What follows belongs to an exercise in optimizing a design on an open flow for small area, a short achievable clock period and few clock cycles per item; a production flow would make more cautious choices.
The RTL was checked by simulation tests, not by an equivalence proof against the original design.

== v6 ==
Design hinge_cmp, start of the top module:
module hinge_cmp (
    input  wire        clk,
    input  wire        rst,
    input  wire        start,
    input  wire        clear,
    input  wire [23:0] clear_u,
    input  wire        form,
    input  wire        integ,
    input  wire [23:0] e_in,
    input  wire [23:0] b0,
    input  wire [23:0] b1,
    input  wire [23:0] b2,
    input  wire [23:0] b3,
    input  wire [23:0] a1,
    input  wire [23:0] a2,
    input  wire [23:0] a3,
    input  wire [5:0]  xb,
    input  wire [5:0]  xa,
    input  wire [5:0]  xe,
    input  wire [5:0]  xu,
    input  wire [23:0] u_min,
    input  wire [23:0] u_max,
    output wire        ready,
    output reg         done,
    output reg  [23:0] u_lim,
    output reg  [23:0] u_raw,
    output reg         sat,
    output reg         ovf,
    output reg         clamp
);
    localparam signed [63:0] ACC_MAX = 64'sh7FFF_FFFF_FFFF_FFFF;
    localparam signed [63:0] ACC_MIN = 64'sh8000_0000_0000_0000;
    reg  [6:0] ph;
    reg        form_q;
    reg        ready_q;
    wire       acc_s = ready_q & start;
    wire       acc_c = ready_q & clear;
    wire last_ph = form_q ? ph[6] : ph[5];
    wire [6:0] ph_next = {ph[5] & form_q, ph[4], ph[3] | (ph[2] & ~form_q), ph[2] & form_q,
                          ph[1], ph[0], acc_s};
    assign ready = ready_q;
    wire       cap_en = ~|ph | last_ph;
    reg [23:0] cq0, cq1, cq2, cq3, cq4, cq5, cq6;
    wire cq_dbl = ph[2] & ~form_q;
    reg [5:0]  xb_q, xa_q, xe_q, xu_q;
    reg [23:0] umin_q, umax_q, umin_r, umax_r;
    reg        umin_gt, umax_ne, umax_min;    
    reg        integ_q, integ_r;
    reg [23:0] eh0, eh1, eh2, eh3;
    reg [23:0] u1, u2, u3;
    reg        clr_q;
    reg  sel_b, sel_u1, sel_u2;
    wire is_b = sel_b;
    wire [23:0] dsel = sel_b  ? eh0 :
                       sel_u1 ? u1 :
                       sel_u2 ? u2 : u3;
    wire [47:0] ms_w, mc_w;
    booth_mul mul (.x(dsel), .y(cq0), .s(ms_w), .c(mc_w));
    wire signed [8:0] tb = $signed({{3{xb_q[5]}}, xb_q}) + $signed({{3{xe_q[5]}}, xe_q})
                         - $signed({{3{xu_q[5]}}, xu_q}) + 9'sd40;
    wire signed [8:0] ta = $signed({{3{xa_q[5]}}, xa_q}) + 9'sd40;
    wire signed [8:0] tr = is_b ? tb : ta;
    wire [6:0] t_w = tr[8] ? 7'd0 : (tr > 9'sd111) ? 7'd111 : tr[6:0];
    reg [47:0] ms, mc;
    reg [6:0]  tsh;
    reg        m_first;
  ...
Size: about 7100 cells after synthesis, roughly 770 flip-flops, roughly 350 I/O pins, ~54000 sq um of cells after synthesis.
Settings: LEC_CHECK=0, ABC_AREA=1, CAP_MARGIN=20, CORE_MARGIN=2, CORE_UTILIZATION=40, PLACE_DENSITY=0.6, SLEW_MARGIN=20; clock period 17.0 ns.
standard.sh (not shown) runs the stock make flow with config.mk's settings and CLKGATE_MAP_FILE= SYNTH_SCRIPT=/design/flow/synth_recipe.tcl, a recipe that flattens the netlist after the stock synthesis.
==> flow/flow/run.sh <==
#!/bin/bash
# The standard layout (the standard.sh, standard synthesis included), with
# repair_timing asked to keep a setup margin so the layout runs faster than
# the 17 ns constraint. Each step's full log is under orfs/logs; make's own
# output goes to flow_make.log.
set -uo pipefail
MARGIN=${MARGIN:-12.5}
bash standard.sh SETUP_SLACK_MARGIN=$MARGIN finish > flow_make.log 2>&1
Testbench counts of v6, summed over its fixed seeds: cycles 139,812, samples 23,233.
--- input diff v6..v7 ---
--- a/flow/design.v
+++ b/flow/design.v
@@ -38,18 +38,19 @@
     wire last_ph = form_q ? ph[6] : ph[5];
     wire [6:0] ph_next = {ph[5] & form_q, ph[4], ph[3] | (ph[2] & ~form_q), ph[2] & form_q,
                           ph[1], ph[0], acc_s};
     assign ready = ready_q;
     wire       cap_en = ~|ph | last_ph;
     reg [23:0] cq0, cq1, cq2, cq3, cq4, cq5, cq6;
     wire cq_dbl = ph[2] & ~form_q;
     reg [5:0]  xb_q, xa_q, xe_q, xu_q;
     reg [23:0] umin_q, umax_q, umin_r, umax_r;
+    reg [24:0] umm1_r;                        
     reg        umin_gt, umax_ne, umax_min;    
     reg        integ_q, integ_r;
     reg [23:0] eh0, eh1, eh2, eh3;
     reg [23:0] u1, u2, u3;
     reg        clr_q;
     reg  sel_b, sel_u1, sel_u2;
     wire is_b = sel_b;
     wire [23:0] dsel = sel_b  ? eh0 :
                        sel_u1 ? u1 :
@@ -98,20 +99,19 @@
     wire [63:0] acc_nx = sum_ovf ? (sum[64] ? ACC_MIN : ACC_MAX) : sum[63:0];
     reg         m_last, t_last, a_last;
     wire [23:0] rx  = acc[39:16];
     wire        rc  = acc[15];
     wire rnd_hi = ~acc[63] & ((|acc[62:39]) | (&acc[38:15]));
     wire rnd_lo =  acc[63] & (~(&acc[62:39]) | ~(|acc[38:15]));
     wire [23:0] rinc = rx + {23'd0, rc};
     wire [23:0] raw = rnd_hi ? 24'h7FFFFF : rnd_lo ? 24'h800001 : rinc;
     wire lo_0 = $signed(rx) < $signed(umin_r);
-    wire [25:0] lo_d = {{2{rx[23]}}, rx} + {{2{~umin_r[23]}}, ~umin_r} + 26'd2;    
-    wire lo_1 = lo_d[25];
+    wire lo_1 = $signed({rx[23], rx}) < $signed(umm1_r);
     wire hi_0 = $signed(rx) > $signed(umax_r);
     wire hi_e = rx == umax_r;
     wire lim_lo = ~rnd_hi & (rnd_lo ? umin_gt : (rc ? lo_1 : lo_0));
     wire lim_hi = rnd_hi ? umax_ne : rnd_lo ? umax_min : (hi_0 | (rc & hi_e));
     wire [23:0] lim = lim_lo ? umin_r : lim_hi ? umax_r : raw;
     wire sat_all = sat_a | rnd_hi | rnd_lo;
     wire push = integ_r & ~sat_all & ~(lim_lo | lim_hi);
     reg  kill;    
     always @(posedge clk) begin
@@ -122,18 +122,19 @@
             umin_q <= clear ? clear_u : u_min; umax_q <= u_max; integ_q <= integ;
             form_q <= form;
         end else begin
             cq0 <= cq_dbl ? cq2 : cq1;
             cq1 <= cq_dbl ? cq3 : cq2;
             cq2 <= cq3; cq3 <= cq4; cq4 <= cq5; cq5 <= cq6;
         end
         if (last_ph) begin
             umin_r <= umin_q; umax_r <= umax_q; integ_r <= integ_q;
+            umm1_r <= {umin_q[23], umin_q} - 25'd1;
             umin_gt  <= $signed(umin_q) > -24'sd8388607;
             umax_ne  <= umax_q != 24'h7FFFFF;
             umax_min <= umax_q == 24'h800000;
         end
         ms <= ms_w; mc <= mc_w;
         tsh <= t_w;
         m_first <= ph[0];
         sel_b  <= |ph_next[3:0];
         sel_u1 <= ph_next[4];
==> run notes <==
Routed wire length on v7 is behind v6.
A origin of the worst setup path of u_raw[3] is what v7 shows, while ready_q belongs to v6.
Between v6 and v7, the minimum clock period after layout figures differ only marginally.
Compared with v6, v7 degrades via count.
Relative to v6, via count of the first global-routing pass increased by 1524 in v7.
Global routing usage on met1 in v7 is 0.73 points above v6.
Relative to v6, the overall fraction of global-route tracks in use of v7 is higher by 0.72 points.
As far as fmax is concerned, v6 and v7 perform about the same.
The higher remaining max-slew budget at the tightest pin of v7 and v6 is in v6.
Sort v7 and v6 by number of antenna violations at the first check in global routing, ascending, and v6 comes first.
Higher final routed wire length divided by cell count goes to v7 over v6.
The fraction of area in multi-input gates in v7 was lower than what v6 gave.
Testbench counts of v7, summed over its fixed seeds: cycles 139,812, samples 23,233.

==> separate check: timing with driven ports <==
How much do the figures lean on ideal ports? The routed layouts below were timed once more, with nothing changed but the port constraints.
Step 1: set_driving_cell puts a clkbuf_16 on clk and a buf_2 on each other input, an assumption about the parent block.
Step 2 times the ports against the registers' clock, not the clock port: input delays grow and output delays shrink by t, the midpoint of the rising clock arrivals with the driver on.
a / b / c = ideal ports / drivers / drivers and shift; a / b = the first two.
| run | shift t [ns] | setup WS [ns] | worst setup path at the end | worst data-port slew with drivers (ns) | cell pins on the clock port's net |
|---|---|---|---|---|---|
| v6 | 0.766 | 12.438 / 12.362 / 12.015 | input to register | 0.09 | 1 |
| v7 | 0.790 | 12.438 / 12.362 / 12.153 | input to register | 0.12 | 1 |
After both steps setup and hold are still met in every run listed. The setup slack of v6, which loses most, moves by -0.076 ns with the drivers and by -0.423 ns with both steps.
